Context: an optimization exercise on an open-source flow, tuned for small area. The choices shown serve that exercise and are no tape-out recipe.
The RTL was checked by simulation tests, not by an equivalence proof against the original design.

==> inputs of branch juniper <==
==> flow/design.v (excerpt) <==
module pkdec_conv (
    input  wire         clk,
    input  wire         rst,         
    input  wire         in_valid,
    input  wire         in_op,       
    input  wire [127:0] in_a,        
    input  wire [63:0]  in_gb,       
    input  wire [2:0]   in_rm,       
    output wire         out_valid,
    output wire [127:0] out_d,       
    output wire         out_vx,      
    output wire         out_xx       
);
export LEC_CHECK = 0
export ABC_AREA = 1
export CAP_MARGIN = 20
export CORE_MARGIN = 2
export CORE_UTILIZATION = 65
export CTS_BUF_LIST = sky130_fd_sc_hd__clkbuf_16
export CTS_CLUSTER_DIAMETER = 100
export CTS_CLUSTER_SIZE = 25
export PLACE_DENSITY = 0.72
export SLEW_MARGIN = 20
create_clock -name core_clock -period 6.0 [get_ports {clk}]
standard.sh (not shown) runs the stock make flow with config.mk's settings and CLKGATE_MAP_FILE= SYNTH_SCRIPT=/design/flow/synth_recipe.tcl, a recipe that flattens the netlist after the stock synthesis.
==> flow/flow/run.sh <==
#!/bin/bash
# Own layout flow: the standard ORFS flow (standard.sh: unchanged synthesis
# and steps) except that the port buffers use the smallest buffer cell
# (sky130_fd_sc_hd__buf_1) instead of clkdlybuf4s50_1. Every port still gets
# its buffer. All output of make (every tool) goes to flow_make.log in this
# folder; ORFS also keeps one log per step under orfs/logs/.
set -euo pipefail
export BUFFER_PORTS_ARGS="-buffer_cell sky130_fd_sc_hd__buf_1"
bash standard.sh > flow_make.log 2>&1
==> branch yarrow (differences from branch juniper) <==
--- a/flow/design.v
+++ b/flow/design.v
@@ -213,20 +213,20 @@
     assign p0[119] = in_op ? 1'b0 : s_code[5];
     assign p0[120] = in_op ? 1'b1 : s_code[6];
     assign p0[121] = in_op ? bexp_s[13] : rmc[0];
     assign p0[122] = in_op ? 1'b0 : rmc[1];
     assign p0[123] = in_a[127];
     reg          v1, v2, v3, v4, v5, v6;
-    reg  [123:0] p1, p2, p3, p3b, p4;
+    reg  [123:0] p1, p2, p3, p4;
     always @(posedge clk) begin
         if (rst) begin
             v1 <= 1'b0; v2 <= 1'b0; v3 <= 1'b0; v4 <= 1'b0; v5 <= 1'b0; v6 <= 1'b0;
         end else begin
             v1 <= in_valid; v2 <= v1; v3 <= v2; v4 <= v3; v5 <= v4; v6 <= v5;
         end
-        p1 <= p0; p2 <= p1; p3 <= p2; p3b <= p3; p4 <= p3b;
+        p1 <= p0; p2 <= p1; p3 <= p2; p4 <= p3;
     end
     wire         op4   = p4[120] & ~p4[119] & p4[118];
     wire         sign4 = p4[123];
     wire [1:0]   rmc4  = p4[122:121];
     wire [6:0]   s4    = p4[120:114];
     wire         inv4  = s4[6] & s4[5];
@@ -395,18 +395,16 @@
     assign q4[122] = nan_sel | (d2s_selh & r4[122]);
     assign q4[123] = nan_sel | (d2s_selh & r4[123]);
     assign q4[124] = nan_sel | (d2s_selh & r4[124]);
     assign q4[125] = (s2d_sel & p4[117]) | nan_sel | (d2s_selh & r4[125]);
     assign q4[126] = (s2d_sel & p4[121]) | nan_sel | (d2s_selh & r4[126]);
     assign q4[127] = (s2d_sel & p4[101]) | (d2s_selh & r4[127]);
-    localparam [127:0] QINV = {{31{4'b1001}}, 4'b0000};
     reg          rup5, vx5, xx5;
-    reg  [127:0] q5n;
-    wire [127:0] q5 = q5n ^ QINV;
+    reg  [127:0] q5;
     always @(posedge clk) begin
-        q5n  <= q4 ^ QINV;
+        q5   <= q4;
         rup5 <= d2s_sel & rup;
         vx5  <= ~s2d_sel & ~d2s_sel;
         xx5  <= d2s_sel & inexact;
     end
     reg  [123:0] inc;
     reg          cy;
@@ -419,11 +417,18 @@
             inc[i_r*4 + 1] = dg[1] ^ (cy & dg[0] & ~dg[3]);
             inc[i_r*4 + 2] = dg[2] ^ (cy & dg[0] & dg[1]);
             inc[i_r*4 + 3] = dg[3] ^ (cy & dg[0] & (dg[3] | (dg[1] & dg[2])));
             cy = cy & dg[3] & dg[0];
         end
     end
+    reg          vx6, xx6;
+    reg  [127:0] res6;
+    always @(posedge clk) begin
+        res6 <= {inc, q5[3:1], q5[0] & ~cy};
+        vx6  <= vx5 | cy;
+        xx6  <= xx5 & ~cy;
+    end
     assign out_valid = v6;
-    assign out_d     = {inc, q5[3:1], q5[0] & ~cy};
-    assign out_vx    = vx5 | cy;
-    assign out_xx    = xx5 & ~cy;
+    assign out_d     = res6;
+    assign out_vx    = vx6;
+    assign out_xx    = xx6;
 endmodule
==> flow/run.sh (new file) <==
#!/bin/bash
# synth_recipe.tcl (not shown) runs the flow's synth.tcl, then flattens the netlist and writes it again
# the make line also repeats each setting of config.mk as NAME=value (left out here)
make -C /OpenROAD-flow-scripts/flow DESIGN_CONFIG=/design/flow/config.mk WORK_HOME=/design/flow/orfs CLKGATE_MAP_FILE= SYNTH_SCRIPT=/design/flow/synth_recipe.tcl finish
==> flow/config.mk (replaced) <==
export PLATFORM = sky130hd
export DESIGN_NAME = pkdec_conv
export DESIGN_NICKNAME = pkdec_conv
export VERILOG_FILES = /design/flow/design.v
export SDC_FILE = /design/flow/constraint.sdc
export NUM_CORES = 4
export LEC_CHECK = 0
export ABC_AREA = 1
export CAP_MARGIN = 20
export CORE_MARGIN = 2
export CORE_UTILIZATION = 55
export CTS_BUF_LIST = sky130_fd_sc_hd__clkbuf_4
export PLACE_DENSITY = 0.65
export SLEW_MARGIN = 20
removed: flow/flow/run.sh
removed: flow/standard.sh
==> branch lagoon (differences from branch juniper) <==
--- a/flow/design.v
+++ b/flow/design.v
@@ -395,18 +395,16 @@
     assign q4[122] = nan_sel | (d2s_selh & r4[122]);
     assign q4[123] = nan_sel | (d2s_selh & r4[123]);
     assign q4[124] = nan_sel | (d2s_selh & r4[124]);
     assign q4[125] = (s2d_sel & p4[117]) | nan_sel | (d2s_selh & r4[125]);
     assign q4[126] = (s2d_sel & p4[121]) | nan_sel | (d2s_selh & r4[126]);
     assign q4[127] = (s2d_sel & p4[101]) | (d2s_selh & r4[127]);
-    localparam [127:0] QINV = {{31{4'b1001}}, 4'b0000};
     reg          rup5, vx5, xx5;
-    reg  [127:0] q5n;
-    wire [127:0] q5 = q5n ^ QINV;
+    reg  [127:0] q5;
     always @(posedge clk) begin
-        q5n  <= q4 ^ QINV;
+        q5   <= q4;
         rup5 <= d2s_sel & rup;
         vx5  <= ~s2d_sel & ~d2s_sel;
         xx5  <= d2s_sel & inexact;
     end
     reg  [123:0] inc;
     reg          cy;
==> flow/config.mk (replaced) <==
export PLATFORM = sky130hd
export DESIGN_NAME = pkdec_conv
export DESIGN_NICKNAME = pkdec_conv
export VERILOG_FILES = /design/flow/design.v
export SDC_FILE = /design/flow/constraint.sdc
export NUM_CORES = 4
export LEC_CHECK = 0
export ABC_AREA = 1
export CAP_MARGIN = 10
export CORE_MARGIN = 2
export CORE_UTILIZATION = 55
export CTS_BUF_LIST = sky130_fd_sc_hd__clkbuf_16
export CTS_CLUSTER_DIAMETER = 100
export CTS_CLUSTER_SIZE = 25
export PLACE_DENSITY = 0.65
export SLEW_MARGIN = 10
==> branch indigo (differences from branch juniper) <==
--- a/flow/design.v
+++ b/flow/design.v
@@ -213,20 +213,20 @@
     assign p0[119] = in_op ? 1'b0 : s_code[5];
     assign p0[120] = in_op ? 1'b1 : s_code[6];
     assign p0[121] = in_op ? bexp_s[13] : rmc[0];
     assign p0[122] = in_op ? 1'b0 : rmc[1];
     assign p0[123] = in_a[127];
     reg          v1, v2, v3, v4, v5, v6;
-    reg  [123:0] p1, p2, p3, p3b, p4;
+    reg  [123:0] p1, p2, p3, p4;
     always @(posedge clk) begin
         if (rst) begin
             v1 <= 1'b0; v2 <= 1'b0; v3 <= 1'b0; v4 <= 1'b0; v5 <= 1'b0; v6 <= 1'b0;
         end else begin
             v1 <= in_valid; v2 <= v1; v3 <= v2; v4 <= v3; v5 <= v4; v6 <= v5;
         end
-        p1 <= p0; p2 <= p1; p3 <= p2; p3b <= p3; p4 <= p3b;
+        p1 <= p0; p2 <= p1; p3 <= p2; p4 <= p3;
     end
     wire         op4   = p4[120] & ~p4[119] & p4[118];
     wire         sign4 = p4[123];
     wire [1:0]   rmc4  = p4[122:121];
     wire [6:0]   s4    = p4[120:114];
     wire         inv4  = s4[6] & s4[5];
@@ -395,18 +395,16 @@
     assign q4[122] = nan_sel | (d2s_selh & r4[122]);
     assign q4[123] = nan_sel | (d2s_selh & r4[123]);
     assign q4[124] = nan_sel | (d2s_selh & r4[124]);
     assign q4[125] = (s2d_sel & p4[117]) | nan_sel | (d2s_selh & r4[125]);
     assign q4[126] = (s2d_sel & p4[121]) | nan_sel | (d2s_selh & r4[126]);
     assign q4[127] = (s2d_sel & p4[101]) | (d2s_selh & r4[127]);
-    localparam [127:0] QINV = {{31{4'b1001}}, 4'b0000};
     reg          rup5, vx5, xx5;
-    reg  [127:0] q5n;
-    wire [127:0] q5 = q5n ^ QINV;
+    reg  [127:0] q5;
     always @(posedge clk) begin
-        q5n  <= q4 ^ QINV;
+        q5   <= q4;
         rup5 <= d2s_sel & rup;
         vx5  <= ~s2d_sel & ~d2s_sel;
         xx5  <= d2s_sel & inexact;
     end
     reg  [123:0] inc;
     reg          cy;
@@ -419,11 +417,18 @@
             inc[i_r*4 + 1] = dg[1] ^ (cy & dg[0] & ~dg[3]);
             inc[i_r*4 + 2] = dg[2] ^ (cy & dg[0] & dg[1]);
             inc[i_r*4 + 3] = dg[3] ^ (cy & dg[0] & (dg[3] | (dg[1] & dg[2])));
             cy = cy & dg[3] & dg[0];
         end
     end
+    reg          vx6, xx6;
+    reg  [127:0] res6;
+    always @(posedge clk) begin
+        res6 <= {inc, q5[3:1], q5[0] & ~cy};
+        vx6  <= vx5 | cy;
+        xx6  <= xx5 & ~cy;
+    end
     assign out_valid = v6;
-    assign out_d     = {inc, q5[3:1], q5[0] & ~cy};
-    assign out_vx    = vx5 | cy;
-    assign out_xx    = xx5 & ~cy;
+    assign out_d     = res6;
+    assign out_vx    = vx6;
+    assign out_xx    = xx6;
 endmodule
==> flow/run.sh (new file) <==
#!/bin/bash
# synth_recipe.tcl (not shown) runs the flow's synth.tcl, then flattens the netlist and writes it again
# the make line also repeats each setting of config.mk as NAME=value (left out here)
make -C /OpenROAD-flow-scripts/flow DESIGN_CONFIG=/design/flow/config.mk WORK_HOME=/design/flow/orfs CLKGATE_MAP_FILE= SYNTH_SCRIPT=/design/flow/synth_recipe.tcl finish
==> flow/config.mk (replaced) <==
export PLATFORM = sky130hd
export DESIGN_NAME = pkdec_conv
export DESIGN_NICKNAME = pkdec_conv
export VERILOG_FILES = /design/flow/design.v
export SDC_FILE = /design/flow/constraint.sdc
export NUM_CORES = 4
export LEC_CHECK = 0
export ABC_AREA = 1
export CAP_MARGIN = 20
export CORE_MARGIN = 2
export CORE_UTILIZATION = 55
export CTS_BUF_LIST = sky130_fd_sc_hd__clkbuf_16
export CTS_CLUSTER_DIAMETER = 100
export CTS_CLUSTER_SIZE = 30
export PLACE_DENSITY = 0.65
export SLEW_MARGIN = 20
removed: flow/flow/run.sh
removed: flow/standard.sh
==> impl_metrics.toml <==
[yosys]
synth_top_area_share_pct = 47.3

[layout]
largest_register_ffs = 128

[routing]
dr.pass1.iters = 10

[status]
outcome = "timing/DRC/antenna clean"
That was branch lagoon.
==> impl_metrics.toml <==
[status]
outcome = "timing/DRC/antenna clean"

[yosys]
ys_warn_count = 1
synth_top_area_share_pct = 47.0

[routing]
dr.pass1.iters = 10

[layout]
clkCellAreaFrac_pct = 2.24
That was branch indigo.
==> impl_metrics.toml <==
[worst_setup_path]
r2r_start = "p4[119]"

[routing]
dr.pass1.iters = 9

[layout]
num_antenna_cells = 10

[cts]
ctsHoldBuffers = 0

[status]
outcome = "timing/DRC/antenna clean"

[yosys]
synth_top_area_share_pct = 47.0

[sta]
worstMarginPinSlew_ns = 1.25
That was branch yarrow.
==> impl_metrics.toml <==
[status]
outcome = "timing/DRC/antenna clean"

[routing]
dr.pass1.iters = 11
routed-wl-met2_mm = 53.9

[layout]
largest_register_ffs = 128
finalInstanceArea_sq_um = 34900

[yosys]
synth_top_area_share_pct = 47.0
That was branch juniper.

## re-timing with driven ports
No port has a modelled driver above. Below, the same layouts with a new extraction and two added sets of constraints.
Step 1, drivers: a clkbuf_16 drives clk and a buf_2 each remaining input, both assumed.
Step 2, shift: input delay + t, output delay - t, t = (earliest + latest rising clock arrival at the registers) / 2. This alone moves slack from input paths to output paths.
Three values: ideal ports, drivers, drivers and shift; two values: the first two.
run | shift t [ns] | slack for setup (ns) | worst setup path at the end | worst data-port slew with drivers (ns) | pins driven straight from the clock port
branch juniper | 0.666 | 0.580 / 0.515 / 1.181 | register to output | 0.07 | 1
branch yarrow | 1.074 | 1.388 / 1.388 / 1.277 | input to register | 0.06 | 1
branch lagoon | 0.675 | 0.477 / 0.406 / 1.082 | register to output | 0.06 | 1
branch indigo | 0.699 | 1.437 / 1.437 / 1.317 | input to register | 0.07 | 1
After both steps setup and hold are still met in every run listed. The setup slack of branch indigo, which loses most, moves by 0.000 ns with the drivers and by -0.120 ns with both steps.
